What follows belongs to an exercise in optimizing a design on an open flow for small area, a short achievable clock period and few clock cycles per item; a production flow would make more cautious choices. Function was not checked in any run shown here: the RTL went through the layout flow alone. Power is estimated from default activity; no workload was simulated.

==> flow/config.mk <==
export PLATFORM = sky130hd
export DESIGN_NAME = contone_block_dec
export DESIGN_NICKNAME = contone_block_dec
export VERILOG_FILES = /design/flow/design.v
export SDC_FILE = /design/flow/constraint.sdc
export NUM_CORES = 4
export LEC_CHECK = 0
export ABC_AREA = 1
export CAP_MARGIN = 20
export CORE_MARGIN = 2
export CORE_UTILIZATION = 40
export SLEW_MARGIN = 20
==> flow/constraint.sdc <==
create_clock -name core_clock -period 12.0 [get_ports {clk}]
set_input_delay 2.4000 -clock core_clock [delete_from_list [all_inputs] [get_ports {clk}]]
set_output_delay 2.4000 -clock core_clock [all_outputs]
set_load 0.01 [all_outputs]
==> flow/design.v <==
module contone_block_dec (
    input  wire       clk,
    input  wire       rst,           
    input  wire       in_valid,      
    output reg        in_ready,
    input  wire [7:0] in_data,
    input  wire       n_valid,       
    output reg        n_ready,
    input  wire [7:0] n_data,
    input  wire       n_sol,         
    output reg        out_valid,     
    input  wire       out_ready,
    output reg  [7:0] out_data,
    output reg        out_last       
);
    reg  [23:0] bb;                  
    reg  [4:0]  bn;
    wire        in_fire = in_valid & in_ready;
    wire [1:0]  bm  = bn[4:3];
    wire [2:0]  pad = bn[2:0];
    reg  [3:0]  bmo;
    reg  [7:0]  pado;
    wire [21:0] bw = ({bb[6:0], 15'd0}  & {22{bmo[0]}})      
                   | ({bb[14:0], 7'd0}  & {22{bmo[1]}})
                   | (bb[22:1]          & {22{bmo[2]}})
                   | ({7'd0, bb[23:9]}  & {22{bmo[3]}});
    reg  [14:0] win;                     
    integer     wi, wp;
    always @(*) begin
        win = 15'd0;
        for (wi = 0; wi < 15; wi = wi + 1)
            for (wp = 0; wp < 8; wp = wp + 1)
                win[wi] = win[wi] | (pado[wp] & bw[wi + wp]);
    end
    wire [7:0]  hdr = (bb[23:16] & {8{bmo[3]}}) | (bb[15:8] & {8{bmo[2]}}) | (bb[7:0] & {8{bmo[1]}});
    reg         active;              
    reg         kzero, kesc;         
    reg  [1:0]  sel_p;
    reg  [2:0]  sel_k;
    reg  [5:0]  cnt;                 
    reg  [1:0]  qa;                  
    reg         tv;
    reg  [7:0]  tz;
    reg  [3:0]  tp;                  
    reg         traw, tlast;
    reg         nv;
    reg  [7:0]  nr;
    reg         nsol;
    reg  [7:0]  nwp;                 
    reg  [8:0]  nd;                  
    reg         ndz;                 
    reg         sv;                  
    reg  [7:0]  sd;
    reg         sl;
    wire        fire = tv & nv & ~sv;
    wire        tadv = ~tv | fire;
    wire        n_fire = n_valid & n_ready;
    wire        ones8 = &win[14:7];
    reg  [7:0]  oh;                  
    reg  [2:0]  q;
    integer     qi;
    always @(*) begin
        oh = 8'd0;
        q  = 3'd0;
        for (qi = 7; qi >= 0; qi = qi - 1)
            if (!win[14-qi]) begin
                oh = 8'd1 << qi;
                q  = qi[2:0];
            end
    end
    reg  [6:0]  tail;                
    integer     ti;
    always @(*) begin
        tail = 7'd0;
        for (ti = 0; ti < 8; ti = ti + 1)
            if (oh[ti]) tail = tail | ((win << (ti + 1)) >> 8);
    end
    wire [11:0] zq     = {qa, q, tail} >> (3'd7 - sel_k);
    wire [5:0]  lim    = {1'b0, bn} - 6'd1 - {3'd0, sel_k};      
    reg  [7:0]  fq;                      
    integer     fi;
    always @(*)
        for (fi = 0; fi < 8; fi = fi + 1)
            fq[fi] = !lim[5] && (lim[4:0] >= fi);
    wire        fits   = |(oh & fq);
    wire        bn8    = (bn >= 5'd8);
    reg  [3:0]  lq;                  
    always @(*) begin
        case ({lim[2:0], q})
            6'd0: lq = 4'd0;
            6'd1: lq = 4'd15;
            6'd2: lq = 4'd14;
            6'd3: lq = 4'd13;
            6'd4: lq = 4'd12;
            6'd5: lq = 4'd11;
            6'd6: lq = 4'd10;
            6'd7: lq = 4'd9;
            6'd8: lq = 4'd1;
            6'd9: lq = 4'd0;
            6'd10: lq = 4'd15;
            6'd11: lq = 4'd14;
            6'd12: lq = 4'd13;
            6'd13: lq = 4'd12;
            6'd14: lq = 4'd11;
            6'd15: lq = 4'd10;
            6'd16: lq = 4'd2;
            6'd17: lq = 4'd1;
            6'd18: lq = 4'd0;
            6'd19: lq = 4'd15;
            6'd20: lq = 4'd14;
            6'd21: lq = 4'd13;
            6'd22: lq = 4'd12;
            6'd23: lq = 4'd11;
            6'd24: lq = 4'd3;
            6'd25: lq = 4'd2;
            6'd26: lq = 4'd1;
            6'd27: lq = 4'd0;
            6'd28: lq = 4'd15;
            6'd29: lq = 4'd14;
            6'd30: lq = 4'd13;
            6'd31: lq = 4'd12;
            6'd32: lq = 4'd4;
            6'd33: lq = 4'd3;
            6'd34: lq = 4'd2;
            6'd35: lq = 4'd1;
            6'd36: lq = 4'd0;
            6'd37: lq = 4'd15;
            6'd38: lq = 4'd14;
            6'd39: lq = 4'd13;
            6'd40: lq = 4'd5;
            6'd41: lq = 4'd4;
            6'd42: lq = 4'd3;
            6'd43: lq = 4'd2;
            6'd44: lq = 4'd1;
            6'd45: lq = 4'd0;
            6'd46: lq = 4'd15;
            6'd47: lq = 4'd14;
            6'd48: lq = 4'd6;
            6'd49: lq = 4'd5;
            6'd50: lq = 4'd4;
            6'd51: lq = 4'd3;
            6'd52: lq = 4'd2;
            6'd53: lq = 4'd1;
            6'd54: lq = 4'd0;
            6'd55: lq = 4'd15;
            6'd56: lq = 4'd7;
            6'd57: lq = 4'd6;
            6'd58: lq = 4'd5;
            6'd59: lq = 4'd4;
            6'd60: lq = 4'd3;
            6'd61: lq = 4'd2;
            6'd62: lq = 4'd1;
            6'd63: lq = 4'd0;
            default: lq = 4'd0;
        endcase
    end
    wire [4:0]  bn_code = {lim[4:3] - {1'b0, lq[3]}, lq[2:0]};
    reg         emit, take_hdr, chunk;
    reg  [7:0]  z;
    reg         raw;
    reg  [4:0]  bna;                 
    reg         code_go;             
    reg  [4:0]  bnx;                 
    always @(*) begin
        emit = 1'b0; take_hdr = 1'b0; chunk = 1'b0;
        z = zq[7:0]; raw = 1'b0; bna = bn; code_go = 1'b0; bnx = bn;
        if (!active) begin
            if (bn8) begin
                take_hdr = 1'b1;
                bna = {bm - 2'd1, 3'd0};
                bnx = {bm - 2'd1, 3'd0};
            end
        end else if (kzero) begin
            z    = 8'd0;
            emit = tadv;
        end else if (kesc || qa == 2'd3) begin
            z   = win[14:7];
            raw = kesc;
            if (bn8 && tadv) begin
                emit = 1'b1;
                bna  = bn - 5'd8;
                bnx  = bn - 5'd8;
            end
        end else if (ones8) begin
            chunk = 1'b1;
            bna   = bn - 5'd8;
            bnx   = bn - 5'd8;
        end else if (fits && tadv) begin
            emit = 1'b1;
            code_go = 1'b1;
            bna  = bn_code;
        end
    end
    wire [1:0]  hif  = lim[4:3] + {1'b0, in_fire};
    wire [1:0]  hif1 = hif - 2'd1;
    wire [4:0]  bnx8 = in_fire ? bnx + 5'd8 : bnx;
    wire [4:0]  bn_n = code_go ? {lq[3] ? hif1 : hif, lq[2:0]} : bnx8;
    reg  [7:0]  rq0, rq1;                
    integer     ri;
    always @(*)
        for (ri = 0; ri < 8; ri = ri + 1) begin
            rq0[ri] = ({1'b0, lim[4:0]} <= 6'd16 + ri);
            rq1[ri] = ({1'b0, lim[4:0]} <= 6'd8 + ri);
        end
    reg         room;
    always @(*) begin
        if (code_go)
            room = |(oh & (in_fire ? rq1 : rq0));
        else
            room = in_fire ? (bnx <= 5'd8) : (bnx <= 5'd16);
    end
    wire [7:0]  w  = out_data;
    wire [7:0]  nn = nr;
    wire [7:0]  nw = nwp;
    wire        a   = w < nn;            
    wire        wlt = w < nw;            
    wire        wgt = w > nw;            
    wire        d   = nd[8] | ndz;       
    wire        f   = !nd[8];            
    wire        case1 = !wgt & d;        
    wire        case2 = !wlt & f & !case1;  
    wire [7:0]  e   = tz[0] ? ~{1'b0, tz[7:1]} : {1'b0, tz[7:1]};
    wire [7:0]  ra  = w + e;             
    wire [7:0]  rk  = nn + e;            
    wire        p2  = tp[2];
    wire [8:0]  x1 = p2 ? {1'b0, nn} : nd;
    wire [8:0]  x3 = p2 ? {e, 1'b0} : {e[7], e};
    wire [8:0]  x4 = {1'b0, w};
    wire [8:0]  s2 = x1 ^ x3 ^ x4;
    wire [8:0]  c2 = {(x1[7:0] & x3[7:0]) | (x1[7:0] & x4[7:0]) | (x3[7:0] & x4[7:0]), 1'b0};
    wire [8:0]  rc = s2 + c2;
    reg  [7:0]  cur;
    always @(*) begin
        if (traw)
            cur = tz;
        else if (nsol)
            cur = rk;
        else if (tp[0])
            cur = ra;
        else if (tp[1])
            cur = rk;
        else if (tp[2])
            cur = rc[8:1];
        else
            cur = case1 ? (a ? ra : rk) : case2 ? (a ? rk : ra) : rc[7:0];
    end
    wire        tv_n = emit | (tv & ~fire);
    wire        nv_n = n_fire | (nv & ~fire);
    reg         sv_n;
    always @(*) begin
        sv_n = sv;
        if (sv) begin
            if (!out_valid || out_ready) sv_n = 1'b0;
        end else if (fire && out_valid && !out_ready)
            sv_n = 1'b1;
    end
    always @(posedge clk) begin
        if (in_fire)
            bb <= {bb[15:0], in_data};
        if (take_hdr) begin
            kzero <= hdr[6] & ~hdr[7];
            kesc  <= hdr[7];
            sel_p <= hdr[5:4];
            sel_k <= hdr[2:0];
        end
        if (take_hdr || emit)
            qa <= 2'd0;
        else if (chunk)
            qa <= qa + 2'd1;
        if (take_hdr)
            cnt <= 6'd0;
        else if (emit)
            cnt <= cnt + 6'd1;
        if (emit) begin
            tz    <= z;
            tp    <= 4'd1 << sel_p;
            traw  <= raw;
            tlast <= (cnt == 6'd63);
        end
        if (n_fire) begin
            nr   <= n_data;
            nsol <= n_sol;
            nd   <= {1'b0, n_data} - {1'b0, nr};
            ndz  <= (n_data == nr);
        end
        if (fire)
            nwp <= nr;
        if (sv) begin
            if (!out_valid || out_ready) begin
                out_data <= sd;
                out_last <= sl;
            end
        end else if (fire) begin
            if (!out_valid || out_ready) begin
                out_data <= cur;
                out_last <= tlast;
            end else begin
                sd <= cur;
                sl <= tlast;
            end
        end
        if (rst) begin
            bn        <= 5'd0;
            bmo       <= 4'd1;
            pado      <= 8'd1;
            in_ready  <= 1'b1;
            active    <= 1'b0;
            tv        <= 1'b0;
            nv        <= 1'b0;
            n_ready   <= 1'b1;
            sv        <= 1'b0;
            out_valid <= 1'b0;
        end else begin
            bn       <= bn_n;
            bmo      <= code_go ? (lq[3] ? (4'd1 << hif1) : (4'd1 << hif)) : (4'd1 << bnx8[4:3]);
            pado     <= code_go ? (8'd1 << lq[2:0]) : (8'd1 << bnx8[2:0]);
            in_ready <= room;
            if (take_hdr)
                active <= 1'b1;
            else if (emit && cnt == 6'd63)
                active <= 1'b0;
            tv      <= tv_n;
            nv      <= nv_n;
            n_ready <= ~nv_n | (tv_n & ~sv_n);
            sv      <= sv_n;
            if (sv || fire)
                out_valid <= 1'b1;
            else if (out_ready)
                out_valid <= 1'b0;
        end
    end
endmodule
==> flow/flow/run.sh <==
#!/bin/bash
# Standard layout with three changes after the standard synthesis: the
# slow delay buffers are not used for repair and port buffers, every port
# gets a plain buffer, and timing repair aims for 8.2 ns of setup slack.
set -euo pipefail
bash standard.sh synth > synth.log 2>&1
export DONT_USE_CELLS="sky130_fd_sc_hd__clkdlybuf4s15_1 sky130_fd_sc_hd__clkdlybuf4s15_2 sky130_fd_sc_hd__clkdlybuf4s18_1 sky130_fd_sc_hd__clkdlybuf4s18_2 sky130_fd_sc_hd__clkdlybuf4s25_1 sky130_fd_sc_hd__clkdlybuf4s25_2 sky130_fd_sc_hd__clkdlybuf4s50_1 sky130_fd_sc_hd__clkdlybuf4s50_2"
export BUFFER_PORTS_ARGS="-buffer_cell sky130_fd_sc_hd__buf_4"
export SETUP_SLACK_MARGIN=8.2
bash standard.sh > layout.log 2>&1
==> flow/standard.sh <==
#!/bin/bash
# synth_recipe.tcl (not shown) runs the flow's synth.tcl, then flattens the netlist and writes it again
# the make line also repeats each setting of config.mk as NAME=value (left out here)
make -C /OpenROAD-flow-scripts/flow DESIGN_CONFIG=/design/flow/config.mk WORK_HOME=/design/flow/orfs CLKGATE_MAP_FILE= SYNTH_SCRIPT=/design/flow/synth_recipe.tcl "${@:-finish}"
==> results of run 1 <==
flip-flops by register name, indices dropped and copies added (netlist names), 2 cells and up:
signal	flops
bb	24
nd	9
nr	8
nwp	8
out_data	8
pado	8
sd	8
tz	8
cnt	6
bn	5
bmo	4
sel_k	3
tp	3
qa	2
sel_p	2
per-layer routing:
layer	share of wire (%)	wire length [um]	track usage (%)	up-vias
met5	0	0	0	-
met4	4.4	1412	11.43	0
met3	5.4	1740	3.707	75
met2	46	14640	37.08	366
met1	44	14200	30.29	4815
li1	-	-	-	5207
how the worst max path moves through the flow:
stage,endpoint,slack (ns)
after floorplan,in_ready$_SDFF_PP1_,8.04
after global placement,in_ready$_SDFF_PP1_,7.48
after detailed placement,in_ready$_SDFF_PP1_,7.40
after CTS,tz[1]$_DFFE_PP_,8.21
after global routing,cnt[1]$_SDFFE_PP0P_,8.18
final,nd[7]$_DFFE_PP_,8.29
area by class of cell:
type	instances	area share, %
clock buffer	18	3.524
clock inverter	14	1.593
inverter	201	6.339
multi-input combinational	1214	53.42
sequential	121	27.26
tap	335	3.442
timing repair buffer	70	4.346
timing repair inverter	2	0.08219
power groups by stage:
stage          clock, mW  combinational (mW)  sequential [mW]
2_1_floorplan          0                1.87            0.657
3_3_place_gp           0                2.41            0.750
3_5_place_dp           0                2.42            0.750
4_1_cts            0.570                2.49            0.724
5_1_grt            0.588                2.95            0.732
6_report           0.562                2.62            0.719
cells in the mapped netlist, drive strengths merged:
library cell / n
xnor2: 18
edfxtp: 89
o311ai: 1
nor2: 115
buf: 11
nor3b: 1
o21bai: 1
o211ai: 6
xor2: 22
nand3b: 1
a21boi: 3
a31o: 1
ha: 58
clkbuf: 25
a22oi: 1
a31oi: 8
dfxtp: 32
fa: 13
nand3: 170
o21ai: 76
nor3: 7
clkinv: 4
a21oi: 56
o221ai: 1
nand2: 607
a211oi: 4
inv: 197
a22o: 6
a21o: 1
nand4: 22
o21a: 5
a32oi: 1
and3: 2
or2: 6
repair_timing:
item                       4_1_cts  5_1_grt
resized for setup                8       20
cloned                           2        1
setup buffers                    8       24
setup endpoints to repair       52       49
hold endpoints to repair         0        0
pin swaps                        0        6
critical path, stage by stage:
cell and delay, ns:
buf_4 0.12, ha_4 0.25, a21oi_1 0.12, o21ai_1 0.12, a21oi_1 0.19, nor2_1 0.06
nor2_1 0.14, inv_1 0.05, a21oi_1 0.14, o21ai_0 0.12, xor2_1 0.16
stage by stage:
step	util [%]	area (sq um)
final	46.87	12180
after global routing	46.87	12180
after CTS	45.80	11900
after detailed placement	42.99	11170
after global placement	42.99	11170
after floorplan	-	10640
logic make-up after synthesis:
kind of cell | Yosys count | share of synthesized area [%]
adder cells (fa/ha/maj) | 71 | 9.314
AO/OA/AOI/OAI | 171 | 9.066
XOR/XNOR | 40 | 3.381
AND/OR/NAND/NOR | 931 | 38.18
flip-flops | 121 | 31.30
buffers and inverters | 237 | 8.759
==> qor.txt, run 1 <==
Vias: 10.46k
Antenna viol nets, final: 0
Worst reg2reg path depth: 18
Syn_nets: 1664
Fillers: 2675
CTS tree: built
I/O pins: 34
Logic gate share of total power: 67.1%
Iteration-0 DRC Markers: 964
Clock Sinks: 121
DRT Pass-1 Iters: 6
# rows: 59
Clock Tree Buf Depth: 2
TNS Setup: 0 ns
Syn avg cell area: 6.738 sq um
Num CTS Buffers: 17
P_int: 1.852 mW
Most frequent cells in the layout: 586 x nand2_1, 183 x inv_1, 158 x nand3_1, 101 x nor2_1, 89 x edfxtp_1
Status: complete, no violations
Pre-CTS setup slack: 7.402 ns
Hold EP: cnt[5]$_SDFFE_PP0P_
Slew Limit Fails: 0
Placed Instances: 1908
PD cells: 320.1 nW/um^2
Worst Hold Class: reg2reg
Diode count: 0
Post-synth top area cell: edfxtp_1
Vias per cell: 5.298
Period minus WS final: 3.715 ns
#FFs+latches synth: 121
Hold_buf cts: 0
Routed wire length: 31990 um
Slew @ Worst Pin: 1.008 ns
Crit. End Element: flop
Die ar.: 27780 sq um
Clock Power Share: 14.4%
Most common cell after layout, fill and taps aside: nand2_1
Max Fclk: 0.2692 GHz
RSZ-0062 raised after global routing: no
Synthesis warning total: 1
WHS: 0.4650 ns
Largest net degree at the start of global routing: 23
Post-route DRC: 0
GRT overflow: 0
NetSw: 2.046 mW
Setup ws final: 8.285 ns
Max Cap Viol: 0
CP arrival: 3.88 ns
Final hold violation count: 0
Final nets: 1720
Hold depth: 2
Max rail drop VDD: 256.1 uV
Main area contributors after synthesis: edfxtp_1 25%, nand2_1 21%, nand3_1 7.5%
Die W: 166.7 um
Synth top area share: 25.25%
Area Growth Syn to Fin: 15.05%
Startpoint Class: primary input
Multi-input gate area: 6505 sq um
Crit path from: n_data[2]
Setup CP Type: in2reg
Clk_skew: 0.01187 ns
Core Region: 25980 sq um
Fin cells: 1975
Worst flop-to-flop path startpoint: sel_k[2]$_DFFE_PP_
Seq pwr share: 18.4%
Initial core utilization: 40.74%
Reg clk slew, reported paths: 0.06 ns
DP HPWL: 23170 um
Port Buffer Count: 33
Period utilization: 30.96%
CTS H-tree lvls: 4
Root Driver: clkbuf_16
Switching share of power: 52.49%
LEAKAGE: 5.948 nW
Final setup viols: 0
Post-Syn Area: 10590 sq um
Library cells used by synthesis: 48
Placer Congestion: 0.9567
Total GRT Usage: 23.10%
Hold path startpoint: cnt[5]$_SDFFE_PP0P_
Worst-Skew Late Latency: 0.43 ns
CP Data Required Time: 12.17 ns
Number of global-route vias before repair: 9761
Global-route wire length before repair: 51350 um
Critical path fanouts, max: 4
Post-synthesis sequential area ratio: 31.30%
Wire length per cell: 16.20 um
Post-Synthesis Cells: 1571
Final Power: 3.898 mW
Initial antenna violation count: 0
Slew HR: 32.66%
R2R Setup Slk: 8.43 ns
Reg area: 3319 sq um
Fraction of layout cells with a size suffix above 1: 11.40%
Crit Reg-Reg Endpoint: tz[1]$_DFFE_PP_
Die height: 166.7 um
==> run 2, diff against run 1 <==
--- a/flow/design.v
+++ b/flow/design.v
@@ -18,21 +18,18 @@
     wire        in_fire = in_valid & in_ready;
     wire [1:0]  bm  = bn[4:3];
     wire [2:0]  pad = bn[2:0];
-    reg  [3:0]  bmo;
-    reg  [7:0]  pado;
-    wire [21:0] bw = ({bb[6:0], 15'd0}  & {22{bmo[0]}})      
-                   | ({bb[14:0], 7'd0}  & {22{bmo[1]}})
-                   | (bb[22:1]          & {22{bmo[2]}})
-                   | ({7'd0, bb[23:9]}  & {22{bmo[3]}});
-    reg  [14:0] win;                     
-    integer     wi, wp;
+    reg  [21:0] bw;                      
     always @(*) begin
-        win = 15'd0;
-        for (wi = 0; wi < 15; wi = wi + 1)
-            for (wp = 0; wp < 8; wp = wp + 1)
-                win[wi] = win[wi] | (pado[wp] & bw[wi + wp]);
+        case (bm)
+            2'd0:    bw = {bb[6:0], 15'd0};
+            2'd1:    bw = {bb[14:0], 7'd0};
+            2'd2:    bw = bb[22:1];
+            default: bw = {7'd0, bb[23:9]};
+        endcase
     end
-    wire [7:0]  hdr = (bb[23:16] & {8{bmo[3]}}) | (bb[15:8] & {8{bmo[2]}}) | (bb[7:0] & {8{bmo[1]}});
+    wire [21:0] bws = bw >> pad;
+    wire [14:0] win = bws[14:0];         
+    wire [7:0]  hdr = (bm == 2'd3) ? bb[23:16] : (bm == 2'd2) ? bb[15:8] : bb[7:0];
     reg         active;              
     reg         kzero, kesc;         
     reg  [1:0]  sel_p;
@@ -47,8 +44,6 @@
     reg  [7:0]  nr;
     reg         nsol;
     reg  [7:0]  nwp;                 
-    reg  [8:0]  nd;                  
-    reg         ndz;                 
     reg         sv;                  
     reg  [7:0]  sd;
     reg         sl;
@@ -215,35 +210,25 @@
     wire        a   = w < nn;            
     wire        wlt = w < nw;            
     wire        wgt = w > nw;            
-    wire        d   = nd[8] | ndz;       
-    wire        f   = !nd[8];            
+    wire        d   = nw >= nn;
+    wire        f   = nw <= nn;
     wire        case1 = !wgt & d;        
     wire        case2 = !wlt & f & !case1;  
+    wire        pz  = !traw & !nsol;
+    wire        p0  = pz & tp[0];
+    wire        p1  = pz & tp[1];
+    wire        p2  = pz & tp[2];
+    wire        p3  = pz & tp[3];
+    wire        p3e = p3 & !case1 & !case2;
+    wire        useW = p0 | p2 | (p3 & (!(case1 | case2) | (case1 & a) | (case2 & !a)));
+    wire        useN = (!traw & nsol) | p1 | p2 | (p3 & (!(case1 | case2) | (case1 & !a) | (case2 & a)));
     wire [7:0]  e   = tz[0] ? ~{1'b0, tz[7:1]} : {1'b0, tz[7:1]};
-    wire [7:0]  ra  = w + e;             
-    wire [7:0]  rk  = nn + e;            
-    wire        p2  = tp[2];
-    wire [8:0]  x1 = p2 ? {1'b0, nn} : nd;
-    wire [8:0]  x3 = p2 ? {e, 1'b0} : {e[7], e};
-    wire [8:0]  x4 = {1'b0, w};
-    wire [8:0]  s2 = x1 ^ x3 ^ x4;
-    wire [8:0]  c2 = {(x1[7:0] & x3[7:0]) | (x1[7:0] & x4[7:0]) | (x3[7:0] & x4[7:0]), 1'b0};
-    wire [8:0]  rc = s2 + c2;
-    reg  [7:0]  cur;
-    always @(*) begin
-        if (traw)
-            cur = tz;
-        else if (nsol)
-            cur = rk;
-        else if (tp[0])
-            cur = ra;
-        else if (tp[1])
-            cur = rk;
-        else if (tp[2])
-            cur = rc[8:1];
-        else
-            cur = case1 ? (a ? ra : rk) : case2 ? (a ? rk : ra) : rc[7:0];
-    end
+    wire [8:0]  ev  = traw ? {1'b0, tz} : p2 ? {e, 1'b0} : {e[7], e};
+    wire [8:0]  opw = useW ? {1'b0, w} : 9'd0;
+    wire [8:0]  opn = useN ? {1'b0, nn} : 9'd0;
+    wire [8:0]  opm = p3e ? {1'b1, ~nw} : 9'd0;
+    wire [8:0]  sum = opw + opn + opm + ev + {8'd0, p3e};
+    wire [7:0]  cur = p2 ? sum[8:1] : sum[7:0];
     wire        tv_n = emit | (tv & ~fire);
     wire        nv_n = n_fire | (nv & ~fire);
     reg         sv_n;
@@ -280,8 +265,6 @@
         if (n_fire) begin
             nr   <= n_data;
             nsol <= n_sol;
-            nd   <= {1'b0, n_data} - {1'b0, nr};
-            ndz  <= (n_data == nr);
         end
         if (fire)
             nwp <= nr;
@@ -301,8 +284,6 @@
         end
         if (rst) begin
             bn        <= 5'd0;
-            bmo       <= 4'd1;
-            pado      <= 8'd1;
             in_ready  <= 1'b1;
             active    <= 1'b0;
             tv        <= 1'b0;
@@ -312,8 +293,6 @@
             out_valid <= 1'b0;
         end else begin
             bn       <= bn_n;
-            bmo      <= code_go ? (lq[3] ? (4'd1 << hif1) : (4'd1 << hif)) : (4'd1 << bnx8[4:3]);
-            pado     <= code_go ? (8'd1 << lq[2:0]) : (8'd1 << bnx8[2:0]);
             in_ready <= room;
             if (take_hdr)
                 active <= 1'b1;
==> flow/flow/run.sh (replaced) <==
#!/bin/bash
# Standard layout with three changes after the standard synthesis: the
# slow delay buffers are not used for repair and port buffers, every port
# gets a plain buffer, and timing repair aims for 7.2 ns of setup slack.
set -euo pipefail
bash standard.sh synth > synth.log 2>&1
export DONT_USE_CELLS="sky130_fd_sc_hd__clkdlybuf4s15_1 sky130_fd_sc_hd__clkdlybuf4s15_2 sky130_fd_sc_hd__clkdlybuf4s18_1 sky130_fd_sc_hd__clkdlybuf4s18_2 sky130_fd_sc_hd__clkdlybuf4s25_1 sky130_fd_sc_hd__clkdlybuf4s25_2 sky130_fd_sc_hd__clkdlybuf4s50_1 sky130_fd_sc_hd__clkdlybuf4s50_2"
export BUFFER_PORTS_ARGS="-buffer_cell sky130_fd_sc_hd__buf_4"
export SETUP_SLACK_MARGIN=7.2
bash standard.sh > layout.log 2>&1
--- a/flow/config.mk
+++ b/flow/config.mk
@@ -5,7 +5,6 @@
 export SDC_FILE = /design/flow/constraint.sdc
 export NUM_CORES = 4
 export LEC_CHECK = 0
-export ABC_AREA = 1
 export CAP_MARGIN = 20
 export CORE_MARGIN = 2
 export CORE_UTILIZATION = 40
==> qor.txt, run 2 <==
Status: complete, no violations
Clk_skew: 0.01438 ns
Initial core utilization: 40.47%
Die W: 149.4 um
Period minus WS final: 5.642 ns
LEAKAGE: 3.864 nW
Final design area excluding fillers: 9841 sq um
Synth top area share: 28.41%
Root Driver: clkbuf_16
Final nets: 1045
Largest net degree at the start of global routing: 39
Clock Tree Buf Depth: 2
Slew HR: 35.32%
WHS: 0.4664 ns
Max Fclk: 0.1772 GHz
Area Growth Syn to Fin: 16.40%
Post-route DRC: 0
GRT overflow: 0
Syn_nets: 1004
Post-synth top area cell: edfxtp_1
Max Cap Viol: 0
Fin util: 47.11%
CP Data Required Time: 12.11 ns
Worst reg2reg path depth: 26
Die height: 149.4 um
Slew @ Worst Pin: 0.9666 ns
Max incr delay on CP: 0.49 ns
Placer Congestion: 0.9179
Max rail drop VDD: 181.0 uV
Setup ws final: 6.358 ns
DP Area: 8960 sq um
Period utilization: 47.02%
#FFs+latches synth: 100
Mux cell area share after synthesis: 8.110%
Library cells used by synthesis: 80
Crit. End Element: flop
Fraction of layout cells with a size suffix above 1: 19.77%
Vias: 7243
Post-Syn Area: 8454 sq um
R2R Setup Slk: 6.36 ns
Worst-Skew Late Latency: 0.36 ns
Reg with most FFs: bb
CP max-delay cell: edfxtp_1
Most frequent cells in the layout: 80 x edfxtp_1, 76 x nand2_1, 75 x buf_4, 63 x inv_1, 62 x a21oi_1
Worst Hold Class: reg2reg
Routed wire length: 23010 um
Wire length per cell: 18.62 um
DP HPWL: 16830 um
Num CTS Buffers: 9
CTS H-tree lvls: 3
Critical Path Most Common Cell: o21a_1
Commonest cells in the netlist: 80 x edfxtp_1, 76 x nand2_1, 67 x a21oi_1, 67 x inv_1, 61 x nor2_1
Post-synthesis compound-gate area fraction: 21.53%
Syn avg cell area: 9.240 sq um
Main area contributors after synthesis: edfxtp_1 28%, ha_1 7.3%, dfxtp_1 4.7%
Post-Synthesis Cells: 915
XOR/XNOR share of the synthesized area: 3.108%
Hold_buf cts: 0
Most frequent cell after synthesis: edfxtp_1
Total GRT Usage: 21.09%
Iteration-0 DRC Markers: 741
Adder-cell share of the synthesized area: 11.63%
Antenna viol nets, final: 0
Final hold violation count: 0
Pre-CTS setup slack: 6.200 ns
Global-route wire length before repair: 37290 um
Startpoint Class: flop
Final setup viols: 0
Number of global-route vias before repair: 6856
Slew Limit Fails: 0
Core Region: 20890 sq um
FFs w/ async S/R, synth: 0%
Diode count: 0
RSZ-0062 raised after global routing: yes
Vias per cell: 5.860
Largest family of logic cells by synthesized area: compound AO/OA/AOI/OAI gates
Clock Sinks: 100
TNS Setup: 0 ns
PD cells: 317.5 nW/um^2
Setup CP Type: reg2reg
Hold depth: 0
Number of synthesized flops with an enable pin: 80
Most common cell after layout, fill and taps aside: edfxtp_1
Largest register FFs: 24
Synthesis warning total: 1
DRT Pass-1 Iters: 6
Initial antenna violation count: 0
CTS tree: built
Top FF cell, synth: edfxtp_1
Critical path fanouts, max: 5
Post-synthesis sequential area ratio: 33.15%
I/O pins: 34
Fillers: 1975
CP arrival: 5.75 ns
# rows: 53
Reg clk slew, reported paths: 0.09 ns
Die ar.: 22310 sq um
Port Buffer Count: 33
Simple-Gate Fraction of Synth Area: 16.43%
==> run 2: worst paths after layout <==
check / start / to
worst max-delay path: out_data[1]$_DFFE_PP_ / out_data[6]$_DFFE_PP_
worst max register to register: out_data[1]$_DFFE_PP_ / out_data[6]$_DFFE_PP_
worst min-delay path: tlast$_DFFE_PP_ / sl$_DFFE_PP_
worst min register to register: tlast$_DFFE_PP_ / sl$_DFFE_PP_
==> run 2: cell families after synthesis <==
group	after synthesis
XOR/XNOR	30
adder cells (fa/ha/maj)	68
AO/OA/AOI/OAI	261
multiplexers	51
AND/OR/NAND/NOR	283
buffers and inverters	122
flip-flops	100
==> run 2: what timing repair did <==
action                     4_1_cts  5_1_grt
gates resized for setup         23       26
buffers inserted                16       19
setup endpoints to repair       29       30
cloned                           0        0
pin swaps                       30       30
==> run 2: routing by layer <==
metal	vias up	share of wire, %	GRT usage, %
met3	34	4.9	2.569
met1	3502	47	30.50
met2	213	46	33.30
met5	-	0	0
li1	3494	-	-
met4	0	1.9	5.810
==> run 2: area by class of cell <==
| class | instances | area, sq um | area share [%] |
|---|---|---|---|
| repair buffers | 78 | 600.6 | 6.103 |
| well taps | 275 | 344.1 | 3.497 |
| multi-input cells | 693 | 5490 | 55.79 |
| inverters | 74 | 285.3 | 2.899 |
| clock inverters | 7 | 91.34 | 0.9282 |
| clock buffers | 9 | 225.2 | 2.289 |
| flip-flops and latches | 100 | 2804 | 28.49 |
==> run 2: stage by stage <==
stage,power [mW],instances
2_1_floorplan,2.007,915
3_3_place_gp,2.393,1184
3_5_place_dp,2.409,1184
4_1_cts,2.970,1216
5_1_grt,3.391,1236
6_report,3.124,1236
==> run 2: critical path, delay by kind of cell, from the launching register on <==
family                     cells  cell delay (ns)
and+or+nand+nor                5             0.69
DFF                            1             0.49
AOI/OAI and AO/OA             12             1.79
adders and majority gates      5             1.77
xor gates and xnor gates       1             0.27
muxes                          1             0.27
buffers and inverters          2             0.10
==> run 2: where the power goes <==
group	total (mW)	switching (mW)	internal [mW]
clock	0.311	0.160	0.151
sequential	0.650	0.108	0.542
combinational	2.16	1.18	0.979

==> afterwards: timing with drivers on the ports <==
How much do the figures lean on ideal ports? The routed layouts below were timed once more, with nothing changed but the port constraints. Step 1: set_driving_cell puts a clkbuf_16 on clk and a buf_2 on each other input, an assumption about the parent block. Step 2 also shifts input and output timing later by t, the mid clock arrival at the registers, as if the neighbouring blocks saw the same clock. Slacks: no drivers / after step 1 / after step 2; pairs: no drivers / after step 1.
run | t, ns | setup slack, ns | worst hold slack (ns)
run 1 | 0.469 | 8.285 / 8.308 / 7.840 | 0.465 / 0.465 / 0.465
run 2 | 0.396 | 6.358 / 6.358 / 6.358 | 0.466 / 0.466 / 0.466
After both steps every run listed still meets setup and hold. For run 1, which loses most, drivers alone change the setup slack by +0.023 ns; drivers and shift together by -0.445 ns.
